What follows belongs to an exercise in optimizing a design on an open flow for small area, a short achievable clock period and few clock cycles per item; a production flow would make more cautious choices. At most, simulation tests tie the RTL to the original design; equivalence was not proved.

==> job 183: inputs <==
Design gate_long, start of the top module:
module gate_long (
  input  wire         clk,
  input  wire         rst,
  input  wire         wr_en,
  input  wire [5:0]   wr_idx,
  input  wire [23:0]  wr_dur,
  input  wire [7:0]   wr_mask,
  input  wire         arm_valid,
  output wire         arm_ready,
  input  wire [6:0]   arm_n,
  output reg          done,
  output reg          ok,
  output reg  [255:0] long_win      
);
  localparam [1:0] S_IDLE = 2'd0;
  localparam [1:0] S_SCAN = 2'd1;
  reg [23:0] dur [0:63];
  reg [7:0]  msk [0:63];
  always @(posedge clk) begin
    if (wr_en) begin
      dur[wr_idx] <= wr_dur;
      msk[wr_idx] <= wr_mask;
    end
  end
  reg [1:0]  state;
  reg [6:0]  n;
  reg [2:0]  prio;
  reg [5:0]  idx;
  reg        zero_seen;
  reg [31:0] cur;         
  reg [31:0] lead;        
  reg        in_lead;
  reg [31:0] best;        
  reg        all_open;
  assign arm_ready = (state == S_IDLE);
  wire [23:0] e_dur  = dur[idx];
  wire        e_open = msk[idx][prio];
  wire        last   = ({1'b0, idx} == n - 7'd1);
  reg [31:0] cur_n, lead_n, best_n, wrap;
  reg        in_lead_n, all_open_n;
  always @* begin
    cur_n      = cur;
    lead_n     = lead;
    best_n     = best;
    in_lead_n  = in_lead;
    all_open_n = all_open;
    if (e_open) begin
      cur_n = cur + {8'd0, e_dur};
      if (in_lead) lead_n = lead + {8'd0, e_dur};
    end else begin
      in_lead_n  = 1'b0;
      all_open_n = 1'b0;
      if (cur > best) best_n = cur;
      cur_n = 32'd0;
    end
    wrap = lead_n + cur_n;    
  end
  always @(posedge clk) begin
    if (rst) begin
      state <= S_IDLE;
      done  <= 1'b0;
    end else begin
      done <= 1'b0;
      case (state)
        S_IDLE: begin
          if (arm_valid) begin
            n         <= arm_n;
            prio      <= 3'd0;
            idx       <= 6'd0;
            zero_seen <= 1'b0;
            cur       <= 32'd0;
            lead      <= 32'd0;
            in_lead   <= 1'b1;
            best      <= 32'd0;
            all_open  <= 1'b1;
            if (arm_n == 7'd0 || arm_n > 7'd64) begin
              ok   <= 1'b0;
              done <= 1'b1;
  ...
==> module gate_long, before the edit <==
module gate_long (
  input  wire         clk,
  input  wire         rst,
  input  wire         wr_en,
  input  wire [5:0]   wr_idx,
  input  wire [23:0]  wr_dur,
  input  wire [7:0]   wr_mask,
  input  wire         arm_valid,
  output wire         arm_ready,
  input  wire [6:0]   arm_n,
  output reg          done,
  output reg          ok,
  output reg  [255:0] long_win      
);
  localparam [1:0] S_IDLE = 2'd0;
  localparam [1:0] S_SCAN = 2'd1;
  reg [23:0] dur [0:63];
  reg [7:0]  msk [0:63];
  always @(posedge clk) begin
    if (wr_en) begin
      dur[wr_idx] <= wr_dur;
      msk[wr_idx] <= wr_mask;
    end
  end
  reg [1:0]  state;
  reg [6:0]  n;
  reg [2:0]  prio;
  reg [5:0]  idx;
  reg        zero_seen;
  reg [31:0] cur;         
  reg [31:0] lead;        
  reg        in_lead;
  reg [31:0] best;        
  reg        all_open;
  assign arm_ready = (state == S_IDLE);
  wire [23:0] e_dur  = dur[idx];
  wire        e_open = msk[idx][prio];
  wire        last   = ({1'b0, idx} == n - 7'd1);
  reg [31:0] cur_n, lead_n, best_n, wrap;
  reg        in_lead_n, all_open_n;
  always @* begin
    cur_n      = cur;
    lead_n     = lead;
    best_n     = best;
    in_lead_n  = in_lead;
    all_open_n = all_open;
    if (e_open) begin
      cur_n = cur + {8'd0, e_dur};
      if (in_lead) lead_n = lead + {8'd0, e_dur};
    end else begin
      in_lead_n  = 1'b0;
      all_open_n = 1'b0;
      if (cur > best) best_n = cur;
      cur_n = 32'd0;
    end
    wrap = lead_n + cur_n;    
  end
  always @(posedge clk) begin
    if (rst) begin
      state <= S_IDLE;
      done  <= 1'b0;
    end else begin
      done <= 1'b0;
      case (state)
        S_IDLE: begin
          if (arm_valid) begin
            n         <= arm_n;
            prio      <= 3'd0;
            idx       <= 6'd0;
            zero_seen <= 1'b0;
            cur       <= 32'd0;
            lead      <= 32'd0;
            in_lead   <= 1'b1;
            best      <= 32'd0;
            all_open  <= 1'b1;
            if (arm_n == 7'd0 || arm_n > 7'd64) begin
              ok   <= 1'b0;
              done <= 1'b1;
            end else begin
              state <= S_SCAN;
            end
          end
        end
        S_SCAN: begin
          if (e_dur == 24'd0) zero_seen <= 1'b1;
          if (last) begin
            if (all_open_n)
              long_win[32*prio +: 32] <= 32'hFFFFFFFF;
            else if (wrap > best_n)
              long_win[32*prio +: 32] <= wrap;
            else
              long_win[32*prio +: 32] <= best_n;
            cur      <= 32'd0;
            lead     <= 32'd0;
            in_lead  <= 1'b1;
            best     <= 32'd0;
            all_open <= 1'b1;
            idx      <= 6'd0;
            prio     <= prio + 3'd1;
            if (prio == 3'd7) begin
              ok    <= !(zero_seen || e_dur == 24'd0);
              done  <= 1'b1;
              state <= S_IDLE;
            end
          end else begin
            cur      <= cur_n;
            lead     <= lead_n;
            in_lead  <= in_lead_n;
            best     <= best_n;
            all_open <= all_open_n;
            idx      <= idx + 6'd1;
          end
        end
        default: state <= S_IDLE;
      endcase
    end
  end
endmodule
clock: 12.0 ns
lec_check: 0
cap_margin: 20
core_margin: 2
core_utilization: 40
slew_margin: 20
run.sh (not shown) runs the stock make flow with config.mk's settings and CLKGATE_MAP_FILE= SYNTH_SCRIPT=/design/flow/synth_recipe.tcl, a recipe that flattens the netlist after the stock synthesis.
==> job 5617 (differences from job 183) <==
==> flow/design.v (replaced) <==
module gate_long (
  input  wire         clk,
  input  wire         rst,
  input  wire         wr_en,
  input  wire [5:0]   wr_idx,
  input  wire [23:0]  wr_dur,
  input  wire [7:0]   wr_mask,
  input  wire         arm_valid,
  output wire         arm_ready,
  input  wire [6:0]   arm_n,
  output reg          done,
  output reg          ok,
  output reg  [255:0] long_win      
);
  localparam [1:0] S_IDLE = 2'd0;
  localparam [1:0] S_SCAN = 2'd1;
  reg [23:0] dur [0:63];
  reg [7:0]  msk [0:63];
  always @(posedge clk) begin
    if (wr_en) begin
      dur[wr_idx] <= wr_dur;
      msk[wr_idx] <= wr_mask;
    end
  end
  reg [1:0]  state;
  reg [6:0]  n;
  reg [5:0]  idx;
  reg        zero_seen;
  assign arm_ready = (state == S_IDLE);
  wire [23:0] e_dur  = dur[idx];
  wire [7:0]  e_msk  = msk[idx];
  wire        last   = ({1'b0, idx} == n - 7'd1);
  reg [31:0] cur      [0:7];    
  reg [31:0] lead     [0:7];    
  reg [31:0] best     [0:7];    
  reg [7:0]  in_lead;
  reg [7:0]  all_open;
  always @(posedge clk) begin
    if (rst) begin
      state <= S_IDLE;
      done  <= 1'b0;
    end else begin
      done <= 1'b0;
      case (state)
        S_IDLE: begin
          if (arm_valid) begin
            n         <= arm_n;
            idx       <= 6'd0;
            zero_seen <= 1'b0;
            if (arm_n == 7'd0 || arm_n > 7'd64) begin
              ok   <= 1'b0;
              done <= 1'b1;
            end else begin
              state <= S_SCAN;
            end
          end
        end
        S_SCAN: begin
          if (e_dur == 24'd0) zero_seen <= 1'b1;
          idx <= idx + 6'd1;
          if (last) begin
            ok    <= !(zero_seen || e_dur == 24'd0);
            done  <= 1'b1;
            state <= S_IDLE;
          end
        end
        default: state <= S_IDLE;
      endcase
    end
  end
  genvar p;
  generate
    for (p = 0; p < 8; p = p + 1) begin : g_p
      wire        e_open = e_msk[p];
      reg [31:0] cur_n, lead_n, best_n, wrap;
      reg        in_lead_n, all_open_n;
      always @* begin
        cur_n      = cur[p];
        lead_n     = lead[p];
        best_n     = best[p];
        in_lead_n  = in_lead[p];
        all_open_n = all_open[p];
        if (e_open) begin
          cur_n = cur[p] + {8'd0, e_dur};
          if (in_lead[p]) lead_n = lead[p] + {8'd0, e_dur};
        end else begin
          in_lead_n  = 1'b0;
          all_open_n = 1'b0;
          if (cur[p] > best[p]) best_n = cur[p];
          cur_n = 32'd0;
        end
        wrap = lead_n + cur_n;    
      end
      always @(posedge clk) begin
        if (state == S_IDLE) begin
          cur[p]      <= 32'd0;
          lead[p]     <= 32'd0;
          in_lead[p]  <= 1'b1;
          best[p]     <= 32'd0;
          all_open[p] <= 1'b1;
        end else if (state == S_SCAN) begin
          cur[p]      <= cur_n;
          lead[p]     <= lead_n;
          in_lead[p]  <= in_lead_n;
          best[p]     <= best_n;
          all_open[p] <= all_open_n;
          if (last) begin
            if (all_open_n)
              long_win[32*p +: 32] <= 32'hFFFFFFFF;
            else if (wrap > best_n)
              long_win[32*p +: 32] <= wrap;
            else
              long_win[32*p +: 32] <= best_n;
          end
        end
      end
    end
  endgenerate
endmodule
- SETUP_SLACK_MARGIN: unset -> 4
==> job 5322 (differences from job 183) <==
==> flow/design.v (replaced) <==
module gate_long (
  input  wire         clk,
  input  wire         rst,
  input  wire         wr_en,
  input  wire [5:0]   wr_idx,
  input  wire [23:0]  wr_dur,
  input  wire [7:0]   wr_mask,
  input  wire         arm_valid,
  output wire         arm_ready,
  input  wire [6:0]   arm_n,
  output reg          done,
  output reg          ok,
  output wire [255:0] long_win      
);
  localparam [1:0] S_IDLE = 2'd0;
  localparam [1:0] S_SCAN = 2'd1;
  localparam [1:0] S_FIN  = 2'd2;
  reg [23:0] dur [0:63];
  reg [7:0]  msk [0:63];
  always @(posedge clk) begin
    if (wr_en) begin
      dur[wr_idx] <= wr_dur;
      msk[wr_idx] <= wr_mask;
    end
  end
  reg [1:0]  state;
  reg [6:0]  n;
  reg [5:0]  idx;
  reg        zero_seen;
  assign arm_ready = (state == S_IDLE);
  wire [23:0] e_dur  = dur[idx];
  wire [7:0]  e_msk  = msk[idx];
  wire        last   = ({1'b0, idx} == n - 7'd1);
  reg [29:0] cur      [0:7];    
  reg [29:0] lead     [0:7];    
  reg [31:0] best     [0:7];    
  reg [7:0]  in_lead;
  reg [7:0]  all_open;
  always @(posedge clk) begin
    if (rst) begin
      state <= S_IDLE;
      done  <= 1'b0;
    end else begin
      done <= 1'b0;
      case (state)
        S_IDLE: begin
          if (arm_valid) begin
            n         <= arm_n;
            idx       <= 6'd0;
            zero_seen <= 1'b0;
            if (arm_n == 7'd0 || arm_n > 7'd64) begin
              ok   <= 1'b0;
              done <= 1'b1;
            end else begin
              state <= S_SCAN;
            end
          end
        end
        S_SCAN: begin
          if (e_dur == 24'd0) zero_seen <= 1'b1;
          idx <= idx + 6'd1;
          if (last) state <= S_FIN;
        end
        S_FIN: begin
          ok    <= !zero_seen;
          done  <= 1'b1;
          state <= S_IDLE;
        end
        default: state <= S_IDLE;
      endcase
    end
  end
  genvar p;
  generate
    for (p = 0; p < 8; p = p + 1) begin : g_p
      wire        e_open = e_msk[p];
      reg [29:0] cur_n, lead_n;
      reg [31:0] best_n, wrap;
      reg        in_lead_n, all_open_n;
      always @* begin
        cur_n      = cur[p];
        lead_n     = lead[p];
        best_n     = best[p];
        in_lead_n  = in_lead[p];
        all_open_n = all_open[p];
        if (e_open) begin
          cur_n = cur[p] + {6'd0, e_dur};
          if (in_lead[p]) lead_n = lead[p] + {6'd0, e_dur};
        end else begin
          in_lead_n  = 1'b0;
          all_open_n = 1'b0;
          if ({2'd0, cur[p]} > best[p]) best_n = {2'd0, cur[p]};
          cur_n = 30'd0;
        end
        wrap = {2'd0, lead[p]} + {2'd0, cur[p]};    
      end
      always @(posedge clk) begin
        if (state == S_IDLE) begin
          cur[p]      <= 30'd0;
          lead[p]     <= 30'd0;
          in_lead[p]  <= 1'b1;
          best[p]     <= 32'd0;
          all_open[p] <= 1'b1;
        end else if (state == S_SCAN) begin
          cur[p]      <= cur_n;
          lead[p]     <= lead_n;
          in_lead[p]  <= in_lead_n;
          all_open[p] <= all_open_n;
          best[p]     <= best_n;
        end else if (state == S_FIN) begin
          if (all_open[p])
            best[p] <= 32'hFFFFFFFF;
          else if (wrap > best[p])
            best[p] <= wrap;
        end
      end
      assign long_win[32*p +: 32] = best[p];
    end
  endgenerate
endmodule
==> flow/flow/run.sh (new file) <==
#!/bin/bash
set -o pipefail
bash standard.sh SETUP_SLACK_MARGIN=6.5 finish > standard.log 2>&1
==> flow/standard.sh (new file) <==
#!/bin/bash
# synth_recipe.tcl (not shown) runs the flow's synth.tcl, then flattens the netlist and writes it again
# the make line also repeats each setting of config.mk as NAME=value (left out here)
make -C /OpenROAD-flow-scripts/flow DESIGN_CONFIG=/design/flow/config.mk WORK_HOME=/design/flow/orfs CLKGATE_MAP_FILE= SYNTH_SCRIPT=/design/flow/synth_recipe.tcl "${@:-finish}"
removed: flow/run.sh
==> run summary <==
	job 5322	job 5617	job 183
Fill cell instance count of the final layout	31300	34600	20800
Peak clock frequency supported by timing	174 MHz	105 MHz	90.1 MHz
Number of search-and-repair iterations in the first detailed-routing pass	8	6	5
Clock Sink Count	2816	3111	2428
Period utilisation layout	0.480	0.794	0.925
Flip-flop and latch area	0.0771 mm^2	0.0855 mm^2	0.0728 mm^2
Number of core rows	222	232	184
M3 GR Usage	0.0337	0.0332	0.0423
Max FO, Critical Path	8	8	23
Post-layout net count	13700	15100	5849
Share of cell area taken by flip-flops and latches	0.437	0.441	0.621
Number of vias in the routed layout	107000	110000	55100
Outcome	timing/DRC/antenna clean	timing/DRC/antenna clean	timing/DRC/antenna clean
Minimum clock period after layout	5.76 ns	9.53 ns	11.10 ns
Sum of routed wire segments on met1	203000 um	205000 um	118000 um
Non-clock buffer count	941	1090	496
Testbench counts of job 5617, summed over its fixed seeds: cycles 28,013, lists 1,200.
Testbench counts of job 5322, summed over its fixed seeds: cycles 29,213, lists 1,200.
The RTL of job 183 was laid out without a check of its function.

[what the ideal ports hide]
In the flow no input, the clock included, has a driving cell. The finished layouts below were timed again as built, in two steps.
Step 1 (the two cells are an assumption about what drives the block):
set clk [get_ports {clk}]
set_driving_cell -lib_cell sky130_fd_sc_hd__clkbuf_16 $clk
set_driving_cell -lib_cell sky130_fd_sc_hd__buf_2 [delete_from_list [all_inputs] $clk]
Step 2 adds t to the input delays and takes it off the output delays; t is the mean of the earliest and latest rising clock arrival at the registers after step 1. Input paths then give back, and output paths get back, about the clock's delay inside the block.
a / b / c = ideal ports / drivers / drivers and shift; a / b = the first two.
run | t (ns) | setup WS [ns] | slew at the worst register clock pin (ns)
job 183 | 0.996 | 0.904 / 0.904 / 0.904 | 0.07 / 0.07
job 5617 | 1.047 | 2.470 / 2.470 / 2.470 | 0.07 / 0.07
job 5322 | 1.023 | 6.239 / 6.239 / 6.093 | 0.07 / 0.07
After both steps setup and hold are still met in every run listed. The setup slack of job 5322, which loses most, moves by 0.000 ns with the drivers and by -0.146 ns with both steps.
